Background: an optimization exercise with open tools, aiming at small area, a short achievable clock period and few clock cycles per item. Do not read the settings as production practice. Function was checked by simulation only, so behaviour that the tests miss may differ from the original. No activity file was given, so power comes from the tool's default toggle rates.

==> inputs of run a <==
Design t4_block_enc, start of the top module:
module t4_block_enc (
    input  wire         clk,
    input  wire         rst,           
    input  wire         in_valid,
    output wire         in_ready,
    input  wire [63:0]  in_data,       
    input  wire         in_sat,        
    output wire         out_valid,
    input  wire         out_ready,
    output wire [15:0]  out_header,    
    output wire [127:0] out_codes,     
    output wire         out_flush,     
    output wire [5:0]   out_clipped    
);
==> flow/config.mk <==
export PLATFORM = sky130hd
export DESIGN_NAME = t4_block_enc
export DESIGN_NICKNAME = t4_block_enc
export VERILOG_FILES = /design/flow/design.v
export SDC_FILE = /design/flow/constraint.sdc
export NUM_CORES = 4
export LEC_CHECK = 0
export ABC_CLOCK_PERIOD_IN_PS = 3000
export CAP_MARGIN = 20
export CORE_MARGIN = 2
export CORE_UTILIZATION = 40
export PLACE_DENSITY = 0.6
export SLEW_MARGIN = 20
==> flow/constraint.sdc <==
create_clock -name core_clock -period 14.0 [get_ports {clk}]
set_input_delay 2.8000 -clock core_clock [delete_from_list [all_inputs] [get_ports {clk}]]
set_output_delay 2.8000 -clock core_clock [all_outputs]
set_load 0.01 [all_outputs]
run.sh (not shown) runs the stock make flow with config.mk's settings and CLKGATE_MAP_FILE= SYNTH_SCRIPT=/design/flow/synth_recipe.tcl, a recipe that flattens the netlist after the stock synthesis.
==> inputs of run b, as changes to run a <==
--- a/flow/design.v
+++ b/flow/design.v
@@ -111,73 +111,68 @@
     always @(posedge clk) begin
         x0  <= in_data;
         s0  <= in_sat;
         f0  <= (cnt == 5'd0);
         l0  <= (cnt == 5'd31);
         bg0 <= big_acc | x_big;
         v0  <= take & ~rst;
     end
-    reg  [64:0] V;               
+    reg  [65:0] V;               
     reg  [69:0] L;               
     reg  [2:0]  dstep;           
     reg  [4:0]  dq;              
     reg         smark;
     reg         blk_smark;
     reg         blk_big;
     wire        neg0 = x0[63];
+    wire        gtV  = $signed(x0) > $signed({1'b0, V[62:0]});
+    wire        ltL  = $signed(x0) < $signed(L[63:0]);
     wire [2:0]  dstep_n = rst ? 3'd0 :
                           (dstep != 3'd0) ? ((dstep == 3'd7) ? 3'd0 : dstep + 3'd1) :
                           (v0 & l0 & bg0) ? 3'd1 : 3'd0;
-    reg         s_pos, s_neg, s_d1, s_d2, s_dn;
+    reg         s_d1, s_d2, s_dn;
     always @(posedge clk) begin
-        s_pos <= (dstep_n == 3'd0) & ~in_data[63];
-        s_neg <= (dstep_n == 3'd0) &  in_data[63];
         s_d1  <= (dstep_n == 3'd1);
         s_d2  <= (dstep_n == 3'd2);
         s_dn  <= (dstep_n >= 3'd3);
     end
-    wire [69:0] opA = ({70{s_neg | s_d2 | s_dn}} & L) |
-                      ({70{s_pos | s_d1}} & {5'd0, V});
-    wire [69:0] opB = ({70{s_pos | s_neg}} & ~{{6{x0[63]}}, x0}) |
-                      ({70{s_d1}} & ~L) |                     
-                      ({70{s_d2}} & ~{L[65:0], 4'd0}) |       
-                      ({70{s_dn}} & ~{2'b00, V, 3'd0});       
-    wire        cin = ~s_neg;
+    wire [69:0] Vx  = {{4{V[65]}}, V};
+    wire [69:0] opA = L;
+    wire [69:0] opB = s_d1 ? ~Vx : (s_d2 ? ~{L[65:0], 4'd0} : {Vx[66:0], 3'd0});
+    wire        cin = ~s_dn;
     reg  [69:0] pg_g, pg_p, dsum;
     integer     lv, bi;
     always @* begin
         pg_g = opA & opB;
         pg_p = opA ^ opB;
         pg_g[0] = pg_g[0] | (pg_p[0] & cin);
         for (lv = 0; lv < 7; lv = lv + 1)
             for (bi = 69; bi >= 0; bi = bi - 1)
                 if (bi[lv]) begin
                     pg_g[bi] = pg_g[bi] | (pg_p[bi] & pg_g[((bi >> lv) << lv) - 1]);
                     pg_p[bi] = pg_p[bi] & pg_p[((bi >> lv) << lv) - 1];
                 end
         dsum = (opA ^ opB) ^ {pg_g[68:0], cin};
     end
-    wire        gtV  = s_pos &  dsum[69];
-    wire        ltL  = s_neg & ~dsum[69];
     always @(posedge clk) begin
         dstep <= dstep_n;
-        if (s_d1) V <= dsum[64:0];
+        if (s_d1) V <= dsum[65:0];
         if (s_d2) L <= dsum;
         if (s_dn) begin
             if (!dsum[69]) L <= {dsum[68:0], 1'b0};
             else           L <= {L[68:0], 1'b0};
             dq <= {dq[3:0], ~dsum[69]};
         end
         if (v0 && dstep == 3'd0) begin
             if (f0) begin
-                V <= neg0 ? 65'd0 : {2'b00, x0[62:0]};
+                V <= neg0 ? 66'd0 : {3'b000, x0[62:0]};
                 L <= neg0 ? {{6{1'b1}}, x0} : 70'd0;
             end else begin
-                if (gtV) V <= {2'b00, x0[62:0]};
+                if (gtV) V <= {3'b000, x0[62:0]};
                 if (ltL) L <= {{6{x0[63]}}, x0};
             end
         end
         if (v0) begin
             smark <= f0 ? s0 : (smark | s0);
             if (l0) begin
                 blk_smark <= f0 ? s0 : (smark | s0);
                 blk_big   <= bg0;
@@ -192,18 +187,22 @@
     reg  [20:0] nb;              
     reg         nbo, nba;        
     reg  [1:0]  nbz;
     reg         ndn;             
     reg  [5:0]  nlo;             
     reg         neg1, v1, f1, l1;
     always @(posedge clk) begin
         nb   <= na2[62:42];
-        nbo  <= |na2[41:0];
-        nba  <= &na2[41:0];
+        case ({nz32, nz16})
+        2'b00: begin nbo <= |ya[41:0]; nba <= &ya[41:0]; end
+        2'b01: begin nbo <= |ya[25:0]; nba <= &ya[25:0]; end
+        2'b10: begin nbo <= |ya[9:0];  nba <= &ya[9:0];  end
+        default: begin nbo <= 1'b0;    nba <= 1'b1;      end
+        endcase
         nbz  <= {nz32, nz16};
         ndn  <= ~|ya[62:5];
         nlo  <= {1'b0, ya[4:0]} + {5'd0, neg0};
         neg1 <= neg0;
         f1   <= f0;
         l1   <= l0;
         v1   <= v0 & ~rst;
     end
@@ -247,28 +246,30 @@
         m2   <= fm5;
         st2  <= fst;
         neg2 <= neg1;
         f2   <= f1;
         l2   <= l1;
         v2   <= v1 & ~rst;
     end
     reg  [11:0] FP, FN;          
+    reg  [5:0]  PM;              
     wire [11:0] fcur = {p2, m2, st2};
     wire [11:0] fzero = {6'd4, 5'd0, 1'b0};
     reg         lk1;
     always @(posedge clk) begin
         if (v2) begin
             if (f2) begin
                 FP <= neg2 ? fzero : fcur;
                 FN <= neg2 ? fcur : fzero;
             end else begin
                 if (!neg2 && fcur > FP) FP <= fcur;
                 if ( neg2 && fcur > FN) FN <= fcur;
             end
+            if (f2 || p2 > PM) PM <= p2;
         end
         lk1 <= v2 & l2 & ~rst;
     end
     wire [10:0] ent2 = {neg2, (p2 >= 6'd8) ? p2 : 6'd0, m2[3:0]};
     reg  [10:0] ed1, ed2, ed3, ed4;
     reg         vd1, vd2, vd3, vd4;
     reg  [4:0]  wcnt;
     reg  [10:0] bufm [0:31];
@@ -283,21 +284,21 @@
         vd4 <= vd3 & ~rst;
         if (rst) wcnt <= 5'd0;
         else if (vd4) wcnt <= wcnt + 5'd1;
         if (vd4) bufm[wcnt] <= ed4;
     end
     wire [5:0]  pP = FP[11:6], pN = FN[11:6];
     wire [4:0]  mP = FP[5:1],  mN = FN[5:1];
     wire        sP = FP[0],    sN = FN[0];
-    wire [5:0]  pm = (pP > pN) ? pP : pN;
+    wire [5:0]  pm = PM;
     wire        smallk = (pm <= 6'd12);
     wire [5:0]  kb = smallk ? 6'd8 : (pm - 6'd3);
-    wire [6:0]  shPw = {1'b0, kb} + 7'd4 - {1'b0, pP};
-    wire [6:0]  shNw = {1'b0, kb} + 7'd4 - {1'b0, pN};
+    wire [6:0]  shPw = smallk ? (7'd12 - {1'b0, pP}) : ({1'b0, pm} + 7'd1 - {1'b0, pP});
+    wire [6:0]  shNw = smallk ? (7'd12 - {1'b0, pN}) : ({1'b0, pm} + 7'd1 - {1'b0, pN});
     reg  [2:0]  shPa, shNa;
     reg  [4:0]  mPa, mNa;
     reg         sPa, sNa;
     reg  [5:0]  kba;
     reg         smalla, zblka, allza, lk1b;
     always @(posedge clk) begin
         shPa   <= (shPw >= 7'd5) ? 3'd5 : shPw[2:0];
         shNa   <= (shNw >= 7'd5) ? 3'd5 : shNw[2:0];
ABC_CLOCK_PERIOD_IN_PS = unset   (was 3000)
CAP_MARGIN = 85   (was 20)
SLEW_MARGIN = 85   (was 20)
==> notes <==
- Against run a, the register-to-register slack of run b is lower by 3.7 ns.
- Against run b, the final cell count of run a is smaller by about 8%.
- Between run a and run b, the lower sequential power is in run a (gap about 1%, measured against run b).
- Against run a, the non-clock buffer count of run b is higher by 531.
- First-iteration DRC count: run b is lower than run a (21%).
- Count of clock-buffer cells in the layout: run b is lower than run a (13).
- Between run b and run a, the lower utilization is in run a (gap 8.1 points).
Testbench counts of run a, summed over its fixed seeds: cycles 17,448, items 512.
Testbench counts of run b, summed over its fixed seeds: cycles 17,448, items 512.

---

==> v8 <==
t4_block_enc, a different RTL version from the one above (not shown whole).
Settings: LEC_CHECK=0, CAP_MARGIN=60, CORE_MARGIN=2, CORE_UTILIZATION=55, PLACE_DENSITY=0.75, SLEW_MARGIN=60; clock period 14.0 ns.
==> v9 (differences from v8) <==
--- a/flow/design.v
+++ b/flow/design.v
@@ -107,22 +107,22 @@
     always @(posedge clk) begin
         s_d1  <= (dstep_n == 3'd1);
         s_d2  <= (dstep_n == 3'd2);
         s_dn  <= (dstep_n >= 3'd3);
     end
     wire [69:0] Vx  = {{4{V[65]}}, V};
-    wire [69:0] opA = L;
     reg         s_sg;
     wire [69:0] v8s = {Vx[66:0], 3'd0};                      
-    wire [69:0] opB = s_d1 ? ~Vx : (s_sg ? ~v8s : v8s);
-    wire        cin = s_d1 | s_sg;
-    wire [69:0] dsum = padd(opA, opB, cin);
+    wire [69:0] dsv  = padd(L, ~Vx, 1'b1);                  
+    wire [69:0] dsp  = padd(L, ~v8s, 1'b1);                 
+    wire [69:0] dsm  = padd(L, v8s, 1'b0);                  
+    wire [69:0] dsum = s_sg ? dsp : dsm;
     wire [69:0] d15  = padd(L, ~{L[65:0], 4'd0}, 1'b1);
     always @(posedge clk) begin
         dstep <= dstep_n;
-        if (s_d1) V <= dsum[65:0];
+        if (s_d1) V <= dsv[65:0];
         if (s_d2) L <= d15;
         if (s_dn) begin
             L  <= {dsum[68:0], 1'b0};
             dq <= {dq[3:0], ~dsum[69]};
         end
         s_sg <= s_dn & dsum[69];
- CAP_MARGIN: 60 -> 70
- CORE_UTILIZATION: 55 -> 40
- PLACE_DENSITY: 0.75 -> 0.6
- SLEW_MARGIN: 60 -> 75
==> v38 (differences from v8) <==
--- a/flow/design.v
+++ b/flow/design.v
@@ -9,29 +9,31 @@
     input  wire         out_ready,
     output wire [15:0]  out_header,    
     output wire [127:0] out_codes,     
     output wire         out_flush,     
     output wire [5:0]   out_clipped    
 );
-    function [69:0] padd;
-        input [69:0] a;
-        input [69:0] b;
-        input        c;
-        reg   [69:0] g, pp;
-        integer      lv, bi;
+    function [5:0] ceilf;
+        input [5:0] p;
+        input [4:0] m;
+        input       st;
+        input [5:0] k;
+        reg signed [7:0] sh;
+        reg [4:0] mq;
+        reg       rnz;
         begin
-            g = a & b;
-            pp = a ^ b;
-            g[0] = g[0] | (pp[0] & c);
-            for (lv = 0; lv < 7; lv = lv + 1)
-                for (bi = 69; bi >= 0; bi = bi - 1)
-                    if (bi[lv]) begin
-                        g[bi]  = g[bi]  | (pp[bi] & g[((bi >> lv) << lv) - 1]);
-                        pp[bi] = pp[bi] & pp[((bi >> lv) << lv) - 1];
-                    end
-            padd = (a ^ b) ^ {g[68:0], c};
+            sh = $signed({2'b00, k}) + 8'sd4 - $signed({2'b00, p});
+            if (sh < 0) begin
+                ceilf = 6'd63;
+            end else if (sh >= 5) begin
+                ceilf = {5'd0, (|m) | st};
+            end else begin
+                mq  = m >> sh[2:0];
+                rnz = st | (|(m & ~(5'h1f << sh[2:0])));
+                ceilf = {1'b0, mq} + {5'd0, rnz};
+            end
         end
     endfunction
     function [5:0] ceils;
         input [4:0] m;
         input       st;
         input [2:0] sh;
@@ -65,12 +67,36 @@
                 if (raw < 0)       codeq = {1'b1, 4'd0};
                 else if (raw > 15) codeq = {1'b1, 4'd15};
                 else               codeq = {1'b0, raw[3:0]};
             end
         end
     endfunction
+    function [4:0] codef;
+        input [10:0] ent;     
+        input [5:0]  km1;     
+        input [3:0]  zz;
+        reg signed [7:0] t;
+        reg [4:0] w;
+        reg [4:0] q;
+        reg signed [6:0] raw;
+        begin
+            t = $signed({2'b00, ent[9:4]}) - $signed({2'b00, km1});
+            if (t < 0) w = 5'd0;
+            else w = {1'b1, ent[3:0]} >> (3'd4 - t[2:0]);
+            q = ({1'b0, w[4:1]}) + {4'd0, w[0]};        
+            if (t >= 5) begin
+                codef = {1'b1, ent[10] ? 4'd0 : 4'd15};
+            end else begin
+                raw = ent[10] ? ($signed({3'b000, zz}) - $signed({2'b00, q}))
+                              : ($signed({3'b000, zz}) + $signed({2'b00, q}));
+                if (raw < 0)       codef = {1'b1, 4'd0};
+                else if (raw > 15) codef = {1'b1, 4'd15};
+                else               codef = {1'b0, raw[3:0]};
+            end
+        end
+    endfunction
     reg         in_ready_q;
     reg  [4:0]  cnt;             
     reg         big_acc;         
     reg  [2:0]  bigstall;        
     reg         pend;            
     reg         sweeping;
@@ -108,27 +134,37 @@
         s_d1  <= (dstep_n == 3'd1);
         s_d2  <= (dstep_n == 3'd2);
         s_dn  <= (dstep_n >= 3'd3);
     end
     wire [69:0] Vx  = {{4{V[65]}}, V};
     wire [69:0] opA = L;
-    reg         s_sg;
-    wire [69:0] v8s = {Vx[66:0], 3'd0};                      
-    wire [69:0] opB = s_d1 ? ~Vx : (s_sg ? ~v8s : v8s);
-    wire        cin = s_d1 | s_sg;
-    wire [69:0] dsum = padd(opA, opB, cin);
-    wire [69:0] d15  = padd(L, ~{L[65:0], 4'd0}, 1'b1);
+    wire [69:0] opB = s_d1 ? ~Vx : (s_d2 ? ~{L[65:0], 4'd0} : {Vx[66:0], 3'd0});
+    wire        cin = ~s_dn;
+    reg  [69:0] pg_g, pg_p, dsum;
+    integer     lv, bi;
+    always @* begin
+        pg_g = opA & opB;
+        pg_p = opA ^ opB;
+        pg_g[0] = pg_g[0] | (pg_p[0] & cin);
+        for (lv = 0; lv < 7; lv = lv + 1)
+            for (bi = 69; bi >= 0; bi = bi - 1)
+                if (bi[lv]) begin
+                    pg_g[bi] = pg_g[bi] | (pg_p[bi] & pg_g[((bi >> lv) << lv) - 1]);
+                    pg_p[bi] = pg_p[bi] & pg_p[((bi >> lv) << lv) - 1];
+                end
+        dsum = (opA ^ opB) ^ {pg_g[68:0], cin};
+    end
     always @(posedge clk) begin
         dstep <= dstep_n;
         if (s_d1) V <= dsum[65:0];
-        if (s_d2) L <= d15;
+        if (s_d2) L <= dsum;
         if (s_dn) begin
-            L  <= {dsum[68:0], 1'b0};
+            if (!dsum[69]) L <= {dsum[68:0], 1'b0};
+            else           L <= {L[68:0], 1'b0};
             dq <= {dq[3:0], ~dsum[69]};
         end
-        s_sg <= s_dn & dsum[69];
         if (v0 && dstep == 3'd0) begin
             if (f0) begin
                 V <= neg0 ? 66'd0 : {3'b000, x0[62:0]};
                 L <= neg0 ? {{6{1'b1}}, x0} : 70'd0;
             end else begin
                 if (gtV) V <= {3'b000, x0[62:0]};
@@ -197,50 +233,47 @@
         2'b01:   nc6 = {nc4[19:0], neg1};
         2'b10:   nc6 = {nc4[18:0], {2{neg1}}};
         default: nc6 = {nc4[17:0], {3{neg1}}};
         endcase
     end
     wire [5:0]  fpy  = 6'd62 - {nbz, nz8, nz4, nz2, nz1};
-    reg  [5:0]  fpy2, fpy2p;
-    reg  [4:0]  wy2;
-    reg         bor2, band2, ndn2;
-    reg  [5:0]  nlo2;
-    reg         neg2, v2, f2, l2;
-    always @(posedge clk) begin
-        fpy2  <= fpy;
-        fpy2p <= fpy + 6'd1;
-        wy2   <= nc6[20:16];
-        bor2  <= (|nc6[15:0]) | nbo;
-        band2 <= (&nc6[15:0]) & nba;
-        ndn2  <= ndn;
-        nlo2  <= nlo;
-        neg2  <= neg1;
-        f2    <= f1;
-        l2    <= l1;
-        v2    <= v1 & ~rst;
-    end
-    wire        cy   = neg2 & band2;
-    wire [5:0]  wy1  = {1'b0, wy2} + {5'd0, cy};
-    reg  [5:0]  p2;
-    reg  [4:0]  m2;
-    reg         st2;
+    wire [4:0]  wy   = nc6[20:16];
+    wire        bor  = (|nc6[15:0]) | nbo;
+    wire        band = (&nc6[15:0]) & nba;
+    wire        cy   = neg1 & band;
+    wire [5:0]  wy1  = {1'b0, wy} + {5'd0, cy};
+    reg  [5:0]  fp;
+    reg  [4:0]  fm5;
+    reg         fst;
     always @* begin
-        if (ndn2) begin
-            p2  = nlo2[5] ? 6'd5 : 6'd4;
-            m2  = nlo2[5] ? 5'd16 : nlo2[4:0];
-            st2 = 1'b0;
+        if (ndn) begin
+            fp  = nlo[5] ? 6'd5 : 6'd4;
+            fm5 = nlo[5] ? 5'd16 : nlo[4:0];
+            fst = 1'b0;
         end else if (wy1[5]) begin
-            p2  = fpy2p;
-            m2  = 5'd16;
-            st2 = 1'b0;
+            fp  = fpy + 6'd1;
+            fm5 = 5'd16;
+            fst = 1'b0;
         end else begin
-            p2  = fpy2;
-            m2  = wy1[4:0];
-            st2 = neg2 ? ~band2 : bor2;
+            fp  = fpy;
+            fm5 = wy1[4:0];
+            fst = neg1 ? ~band : bor;
         end
     end
+    reg  [5:0]  p2;
+    reg  [4:0]  m2;
+    reg         st2, neg2, v2, f2, l2;
+    always @(posedge clk) begin
+        p2   <= fp;
+        m2   <= fm5;
+        st2  <= fst;
+        neg2 <= neg1;
+        f2   <= f1;
+        l2   <= l1;
+        v2   <= v1 & ~rst;
+    end
     reg  [11:0] FP, FN;          
     reg  [5:0]  PM;              
     wire [11:0] fcur = {p2, m2, st2};
     wire [11:0] fzero = {6'd4, 5'd0, 1'b0};
     reg         lk1;
     always @(posedge clk) begin
@@ -342,15 +375,14 @@
     wire        ksat = kselr > 6'd47;
     reg  [5:0]  d_km1;
     reg  [3:0]  d_z;
     reg  [5:0]  d_eb;
     reg         d_zero, d_flush, d_sat, d_satz;
     wire        sweep_start = kz_ready & ~sweeping & ~wv & ~yv & ~xv & ~out_valid_q;
-    reg         ddone;
-    always @(posedge clk) ddone <= ~rst & (dstep == 3'd7);
-    wire [3:0]  zsat = dq[4:1] + {3'd0, dq[0]};
+    wire [3:0]  dq1  = dq[3:0] + 4'd1;
+    wire [3:0]  zsat = dsum[69] ? dq[3:0] : dq1;       
     always @(posedge clk) begin
         if (rst) begin
             kz_ready <= 1'b0;
         end else begin
             if (lk3) begin
                 d_zero  <= zblk3;
@@ -358,13 +390,13 @@
                 d_km1   <= ksat ? 6'd46 : (kselr - 6'd1);
                 d_eb    <= zblk3 ? 6'b100000 : (ksat ? 6'd7 : (kselr - 6'd40));
                 d_z     <= zblk3 ? 4'd0 : zfit;
                 d_satz  <= ksat & ~zblk3;
                 d_sat   <= ksat | blk_smark;
                 if (!blk_big) kz_ready <= 1'b1;
-            end else if (ddone) begin
+            end else if (dstep == 3'd7) begin
                 if (d_satz) d_z <= zsat;
                 kz_ready <= 1'b1;
             end else if (sweep_start) begin
                 kz_ready <= 1'b0;
             end
         end
- CORE_UTILIZATION: 55 -> 40
- PLACE_DENSITY: 0.75 -> 0.6
==> comparison table <==
| metric | v8 | v9 | v38 |
|---|---|---|---|
| Result of the run | no timing/DRC/antenna violations | no timing/DRC/antenna violations | no timing/DRC/antenna violations |
| Static leakage | 24.91 nW | 27.92 nW | 23.81 nW |
| Total number of vias | 43,170 | 48,800 | 39,010 |
| Required time at the worst-slack endpoint | 14,610 ps | 14,600 ps | 14,590 ps |
| Die width | 324.4 um | 395.6 um | 369.6 um |
| Total power draw | 10.77 mW | 14.33 mW | 11.21 mW |
| Vertical extent of the die | 324.4 um | 395.6 um | 369.6 um |
| Worst Setup Slack, final | 8836 ps | 9119 ps | 8028 ps |
| Initial antenna violation count | 0 | 3 | 5 |
| Area fraction in compound gates after synthesis | 0.1434 | 0.1643 | 0.1418 |
| Max stage delay on crit path | 570 ps | 470 ps | 500 ps |
| Per-instance average area after synthesis | 10.94 um2 | 10.42 um2 | 10.99 um2 |
| Total number of nets in the final design | 5,969 | 6,957 | 5,592 |
| Unique masters post-synth | 112 | 105 | 95 |
| Netlist area before placement | 0.05647 mm2 | 0.06134 mm2 | 0.05346 mm2 |
| Routability congestion estimate from global placement | 0.9544 | 0.9427 | 0.9194 |
| CP Capture Point | L[65] | L[61] | L[24] |
| P_clk | 3.00 mW | 2.93 mW | 3.08 mW |
| Non-Clock Buffer Count | 298 | 454 | 299 |
| Clock sinks | 1,030 | 1,030 | 1,013 |
| Buffers & Inverters on Critical Path | 3 | 9 | 6 |
| Clock-cell share | 0.05827 | 0.04969 | 0.06301 |
| Adder and majority cell fraction of the synthesized area | 0.1259 | 0.1449 | 0.1166 |
| Uppermost metal layer occupied by signal nets | met4 | met4 | met5 |
Testbench counts of v8, summed over its fixed seeds: cycles 17,449, items 512.
Testbench counts of v9, summed over its fixed seeds: cycles 17,449, items 512.
Testbench counts of v38, summed over its fixed seeds: cycles 17,448, items 512.

static timing again, ports no longer ideal:
The results above use ideal ports. As a check the final layouts listed here were re-extracted and re-timed, cells and wires unchanged.
Step 1 assumes that a clkbuf_16 drives the clock port and a buf_2 every other input.
Step 2, shift: input delay + t, output delay - t, t = (earliest + latest rising clock arrival at the registers) / 2. This alone moves slack from input paths to output paths.
a / b / c = ideal / step 1 / step 2; a / b = the first two.
| run | t (ns) | slack for setup (ns) | hold slack, ns | worst setup path at the end | clock arrival spread, ns |
|---|---|---|---|---|---|
| run a | 0.784 | 6.275 / 6.275 / 6.275 | 0.323 / 0.323 / 0.323 | register to register | 0.047 / 0.047 |
| run b | 0.781 | 2.528 / 2.528 / 2.528 | 0.307 / 0.307 / 0.307 | register to register | 0.083 / 0.083 |
| v8 | 0.770 | 8.836 / 8.836 / 8.813 | 0.317 / 0.317 / 0.317 | input to register | 0.062 / 0.061 |
| v9 | 0.808 | 9.119 / 9.119 / 9.119 | 0.322 / 0.322 / 0.322 | register to register | 0.040 / 0.040 |
| v38 | 0.784 | 8.028 / 8.028 / 8.028 | 0.265 / 0.265 / 0.265 | register to register | 0.094 / 0.093 |
After both steps every run listed still meets setup and hold. For v8, which loses most, drivers alone change the setup slack by 0.000 ns; drivers and shift together by -0.023 ns.
